What follows belongs to an exercise in optimizing a design on an open flow for small area, a short achievable clock period and few clock cycles per item; a production flow would make more cautious choices.
RTL that was checked went through simulation tests only; none was proved equivalent to the original.
No activity file was given, so power comes from the tool's default toggle rates.

## cdt_builder
module cdt_builder (
    input  wire        clk,
    input  wire        rst,             
    input  wire [4:0]  cfg_k,
    input  wire [10:0] cfg_min_used,
    input  wire [10:0] cfg_max_used,
    input  wire [15:0] cfg_max_width,
    input  wire [2:0]  cfg_interp,
    input  wire        in_valid,
    output wire        in_ready,
    input  wire [24:0] in_count,
    output reg         out_valid,
    output reg  [9:0]  out_code,
    output reg  [15:0] out_entry,
    output reg  [9:0]  out_fine,
    output reg         out_wrap,
    output reg         res_valid,
    output wire [2:0]  res_interp,
    output reg         res_accept,
    output wire [10:0] res_used,
    output wire [24:0] res_widest,
    output reg         res_event,
    output wire [7:0]  res_acc_mask
);
For scale: about 1200 cells after synthesis, about 240 flip-flops, ~160 I/O pins.
Settings: LEC_CHECK=0, CAP_MARGIN=20, CORE_MARGIN=2, CORE_UTILIZATION=40, SETUP_SLACK_MARGIN=3.8, SLEW_MARGIN=20; clock period 6.0 ns.
run.sh (not shown) runs the stock make flow with config.mk's settings and CLKGATE_MAP_FILE= SYNTH_SCRIPT=/design/flow/synth_recipe.tcl, a recipe that flattens the netlist after the stock synthesis.
The starting point completed without violations.
Next try:
Settings changed: SETUP_SLACK_MARGIN 3.8 to 3.5.
Clock power is lower by a few percent.
Count of clock-buffer cells in the layout is lower by 1.
Power is lower by a few percent.
Sequential share of layout area is higher by 1.5 points.
No run of this note included a check of the RTL's function; only the layout flow was run.

cdt_builder, a different RTL version from the one above (not shown whole).
Size in the first run: ~12000 um2 of cells after synthesis.
## cdt_builder
module cdt_builder (
    input  wire        clk,
    input  wire        rst,             
    input  wire [4:0]  cfg_k,
    input  wire [10:0] cfg_min_used,
    input  wire [10:0] cfg_max_used,
    input  wire [15:0] cfg_max_width,
    input  wire [2:0]  cfg_interp,
    input  wire        in_valid,
    output wire        in_ready,
    input  wire [24:0] in_count,
    output reg         out_valid,
    output reg  [9:0]  out_code,
    output reg  [15:0] out_entry,
    output reg  [9:0]  out_fine,
    output reg         out_wrap,
    output reg         res_valid,
    output wire [2:0]  res_interp,
    output reg         res_accept,
    output wire [10:0] res_used,
    output wire [24:0] res_widest,
    output reg         res_event,
    output wire [7:0]  res_acc_mask
);
clock: 6.0 ns
lec_check: 0
cap_margin: 20
core_margin: 2
core_utilization: 50
cts_cluster_diameter: 100
cts_cluster_size: 20
setup_slack_margin: 3.75
slew_margin: 20
standard.sh (not shown) runs the stock make flow with config.mk's settings and CLKGATE_MAP_FILE= SYNTH_SCRIPT=/design/flow/synth_recipe.tcl, a recipe that flattens the netlist after the stock synthesis.
==> flow/flow/run.sh <==
#!/bin/bash
# The standard layout, with buf_1 (rather than the default buffer) on the
# input and output ports; every port still gets its own buffer.
set -o pipefail
bash standard.sh "BUFFER_PORTS_ARGS=-buffer_cell sky130_fd_sc_hd__buf_1" finish > standard_make.log 2>&1
Testbench counts at the start, summed over its fixed seeds: cycles 65,753, items 65,536.
Next try:
--- a/flow/config.mk
+++ b/flow/config.mk
@@ -10,3 +10 @@
-export CORE_UTILIZATION = 50
-export CTS_CLUSTER_DIAMETER = 100
-export CTS_CLUSTER_SIZE = 20
+export CORE_UTILIZATION = 40
After rerunning: Core utilization fell by 9.2 points. Routed wire length went up by 5.7%. Cell area climbs by 6.7%. Hold slack is about the same. Fmax is lower by 0.35%. Total power climbs by 15%. Setup slack got worse by 8.5 ps. Critical path depth is lower by 6. Non-clock buffer count rose by 15. Cell count rose by 6.3%. First-iteration DRC count shrinks by 24%.

The RTL this note starts from:
==> flow/design.v <==
module cdt_builder (
    input  wire        clk,
    input  wire        rst,             
    input  wire [4:0]  cfg_k,
    input  wire [10:0] cfg_min_used,
    input  wire [10:0] cfg_max_used,
    input  wire [15:0] cfg_max_width,
    input  wire [2:0]  cfg_interp,
    input  wire        in_valid,
    output wire        in_ready,
    input  wire [24:0] in_count,
    output reg         out_valid,
    output reg  [9:0]  out_code,
    output reg  [15:0] out_entry,
    output reg  [9:0]  out_fine,
    output reg         out_wrap,
    output reg         res_valid,
    output wire [2:0]  res_interp,
    output reg         res_accept,
    output wire [10:0] res_used,
    output wire [24:0] res_widest,
    output reg         res_event,
    output wire [7:0]  res_acc_mask
);
    reg         v1;
    wire [9:0]  cprev = out_code + {8'd0, v0 & v1, v0 ^ v1};
    reg         first;
    reg         last;
    reg  [2:0]  st;             
    reg         rdy;            
    assign in_ready = rdy;
    wire        take  = in_valid & in_ready;       
    wire        clr   = first & in_ready;
    reg  [24:0] h0;             
    reg         v0;
    reg  [4:0]  k_q;            
    reg  [10:0] min_used_q;
    reg  [10:0] max_used_q;
    reg  [15:0] max_width_q;
    reg  [2:0]  interp_q;
    wire [4:0]  k_in  = {cfg_k[3], cfg_k[2:0] == 3'd7, cfg_k[2:0] == 3'd6,
                         cfg_k[2:0] == 3'd5, cfg_k[2:0] == 3'd4};
    wire [4:0]  k_now = first ? k_in : k_q;
    reg         chk;            
    wire        fin = v0 & first;           
    reg  [2:0]  hold;
    always @(*) begin
        hold = k_q[0] ? 3'd5 : k_q[1] ? 3'd4 : 3'd3;
    end
    always @(*) begin
        h0_d = ({25{take & k_now[0]}} & (in_count << 4)) |
               ({25{take & k_now[1]}} & (in_count << 3)) |
               ({25{take & k_now[2]}} & (in_count << 2)) |
               ({25{take & k_now[3]}} & (in_count << 1)) |
               ({25{take & k_now[4]}} & in_count) |
               ({25{fin}} & {1'b0, max_width_q, 8'd1});
    end
    reg  [24:0] h0_d;
    always @(posedge clk) begin
        h0    <= h0_d;
        if (rst) begin
            st    <= 3'd0;
            rdy   <= 1'b1;
            first <= 1'b1;
            last  <= 1'b0;
            v0    <= 1'b0;
            chk   <= 1'b0;
        end else begin
            v0  <= take;
            chk <= fin;
            if (take) begin
                first <= last;
                last  <= (cprev == 10'd1021);
            end
            if (take & last)
                st <= hold;
            else if (st != 3'd0)
                st <= st - 3'd1;
            rdy <= ~(take & last) & ((st == 3'd0) | (st == 3'd1));
        end
        if (clr) begin
            k_q         <= k_in;
            min_used_q  <= cfg_min_used;
            max_used_q  <= cfg_max_used;
            max_width_q <= cfg_max_width;
            interp_q    <= cfg_interp;
        end
    end
    reg  [12:0] a_lo;
    reg  [12:0] a_hi;
    reg         a_c;
    reg  [10:0] used;
    reg  [24:0] widest;         
    reg         ge_min;         
    reg         over_max;       
    wire [13:0] s_lo_d = {1'b0, a_lo} + {1'b0, h0[12:0]};
    wire [12:0] s_hi_d = a_hi + {1'b0, h0[24:13]} + {12'd0, a_c};
    wire [13:0] a_lo_d = {1'b0, a_lo} + {1'b0, h0[11:0], 1'b0};
    wire [12:0] a_hi_d = a_hi + h0[24:12] + {12'd0, a_c};
    wire        nz    = v0 & (|h0);
    wire        gt_hi = h0[24:12] > widest[24:12];
    wire        eq_hi = h0[24:12] == widest[24:12];
    wire        gt_lo = h0[11:0] > widest[11:0];
    wire        gt    = gt_hi | (eq_hi & gt_lo);
    reg         shift;
    always @(*) begin
        shift = (k_q[0] & (st >= 3'd1) & (st <= 3'd4)) |
                (k_q[1] & (st >= 3'd1) & (st <= 3'd3)) |
                (k_q[2] & (st >= 3'd1) & (st <= 3'd2)) |
                (k_q[3] & (st == 3'd2));
    end
    always @(posedge clk) begin
        a_lo <= clr ? 13'd256 : a_lo_d[12:0];
        a_hi <= clr ? 13'd0   : a_hi_d;
        a_c  <= ~clr & a_lo_d[13];
        used <= clr ? 11'd0 : (used + {10'd0, nz});
        if (shift | clr | chk | gt)
            widest <= shift ? (widest >> 1) : clr ? 25'd0 : chk ? widest : h0;
        ge_min   <= ~clr & (ge_min | (used == min_used_q));
        over_max <= ~clr & (over_max | (nz & (used == max_used_q)));
    end
    reg  [12:0] s_hi;           
    reg         s_c;
    reg  [3:0]  s_mid;          
    wire [12:0] e_hi      = s_hi + {12'd0, s_c};           
    wire [16:0] e17       = {e_hi, s_mid};                 
    wire [15:0] entry     = e17[15:0] | {16{e17[16]}};
    wire [12:0] fine_sum  = s_hi + {11'd0, 1'b1, s_c};
    wire [10:0] fine_full = fine_sum[12:2];
    always @(posedge clk) begin
        s_hi  <= s_hi_d;
        s_c   <= s_lo_d[13];
        s_mid <= s_lo_d[12:9];
        if (rst) begin
            v1        <= 1'b0;
            out_valid <= 1'b0;
            out_code  <= 10'h3FF;
        end else begin
            v1        <= v0;
            out_valid <= v1;
            out_code  <= out_code + {9'd0, v1};
        end
        out_entry <= entry;
        out_fine  <= fine_full[9:0];
        out_wrap  <= fine_full[10];
    end
    wire        used_ok = (ge_min | (used == min_used_q)) & ~over_max;
    reg  [3:0]  run [0:7];
    reg  [7:0]  acc_mask;
    integer     i;
    wire        judge = (st == 3'd1);
    reg  [3:0]  run_sel;        
    wire [3:0]  run_new = res_accept ? 4'd0 :
                          (run_sel == 4'b1100) ? 4'b1100 :
                          {run_sel[2:0], ~(run_sel[3] ^ run_sel[2])};
    always @(posedge clk) begin
        if (chk)
            res_accept <= gt & used_ok;
        run_sel   <= run[interp_q];
        res_event <= ~res_accept & (run_sel == 4'b0110);
        if (rst) begin
            res_valid <= 1'b0;
            acc_mask  <= 8'd0;
            for (i = 0; i < 8; i = i + 1)
                run[i] <= 4'd0;
        end else begin
            res_valid <= judge;
            for (i = 0; i < 8; i = i + 1)
                if (judge && interp_q == i) begin
                    run[i] <= run_new;
                    if (res_accept)
                        acc_mask[i] <= 1'b1;
                end
        end
    end
    assign res_interp   = interp_q;
    assign res_used     = used;
    assign res_widest   = widest;
    assign res_acc_mask = acc_mask;
endmodule
clock: 6.0 ns
lec_check: 0
cap_margin: 20
core_margin: 2
core_utilization: 50
cts_cluster_diameter: 80
cts_cluster_size: 16
setup_slack_margin: 3.67
slew_margin: 20
tns_end_percent: 10
Scripts as last shown in full above: flow/flow/run.sh
Testbench counts at the start, summed over its fixed seeds: cycles 65,745, items 65,536.
Then changed:
CTS_CLUSTER_DIAMETER = 100   (was 80)
CTS_CLUSTER_SIZE = 20   (was 16)
TNS_END_PERCENT = 25   (was 10)
After rerunning: Cell area fell by 0.35%; cell count stays flat; area after synthesis stays the same; setup slack improved by 0.0066 ns; wire length is about the same; total power went down by 1.2%.
Then changed:
PLACE_DENSITY = 0.72   (was unset)
TNS_END_PERCENT = 10   (was 25)
The changed run produced a clean layout.
Sequential cell count stays the same.
Die area stays the same.
Count of clock-buffer cells in the layout is unchanged.

==> what the ideal ports hide <==
Ports are ideal in the flow. The routed layouts listed here were re-timed in OpenROAD. Step 1, drivers: a clkbuf_16 drives clk and a buf_2 each remaining input, both assumed. Step 2 moves the port delays by t, midway between the first and last clock arrival at a register: inputs arrive t later, outputs are due t later. That takes back most of the time a late clock gives input paths. Slacks: ideal ports / drivers / drivers and shift; pairs: ideal ports / drivers.
run | shift t [ns] | setup WS [ns] | latest minus earliest clock arrival (ns)
the first run of note 1 | 0.583 | 3.075 / 3.075 / 2.866 | 0.018 / 0.018
the second run of note 1 | 0.592 | 3.107 / 3.107 / 2.849 | 0.018 / 0.018
the first run of note 2 | 0.544 | 3.553 / 3.539 / 3.458 | 0.025 / 0.025
the second run of note 2 | 0.611 | 3.544 / 3.492 / 3.444 | 0.019 / 0.019
the first run of note 3 | 0.550 | 3.597 / 3.549 / 3.382 | 0.025 / 0.025
the second run of note 3 | 0.530 | 3.604 / 3.553 / 3.403 | 0.023 / 0.023
the third run of note 3 | 0.547 | 3.509 / 3.462 / 3.148 | 0.018 / 0.018
After both steps setup and hold are still met in every run listed. The setup slack of the third run of note 3, which loses most, moves by -0.047 ns with the drivers and by -0.361 ns with both steps.
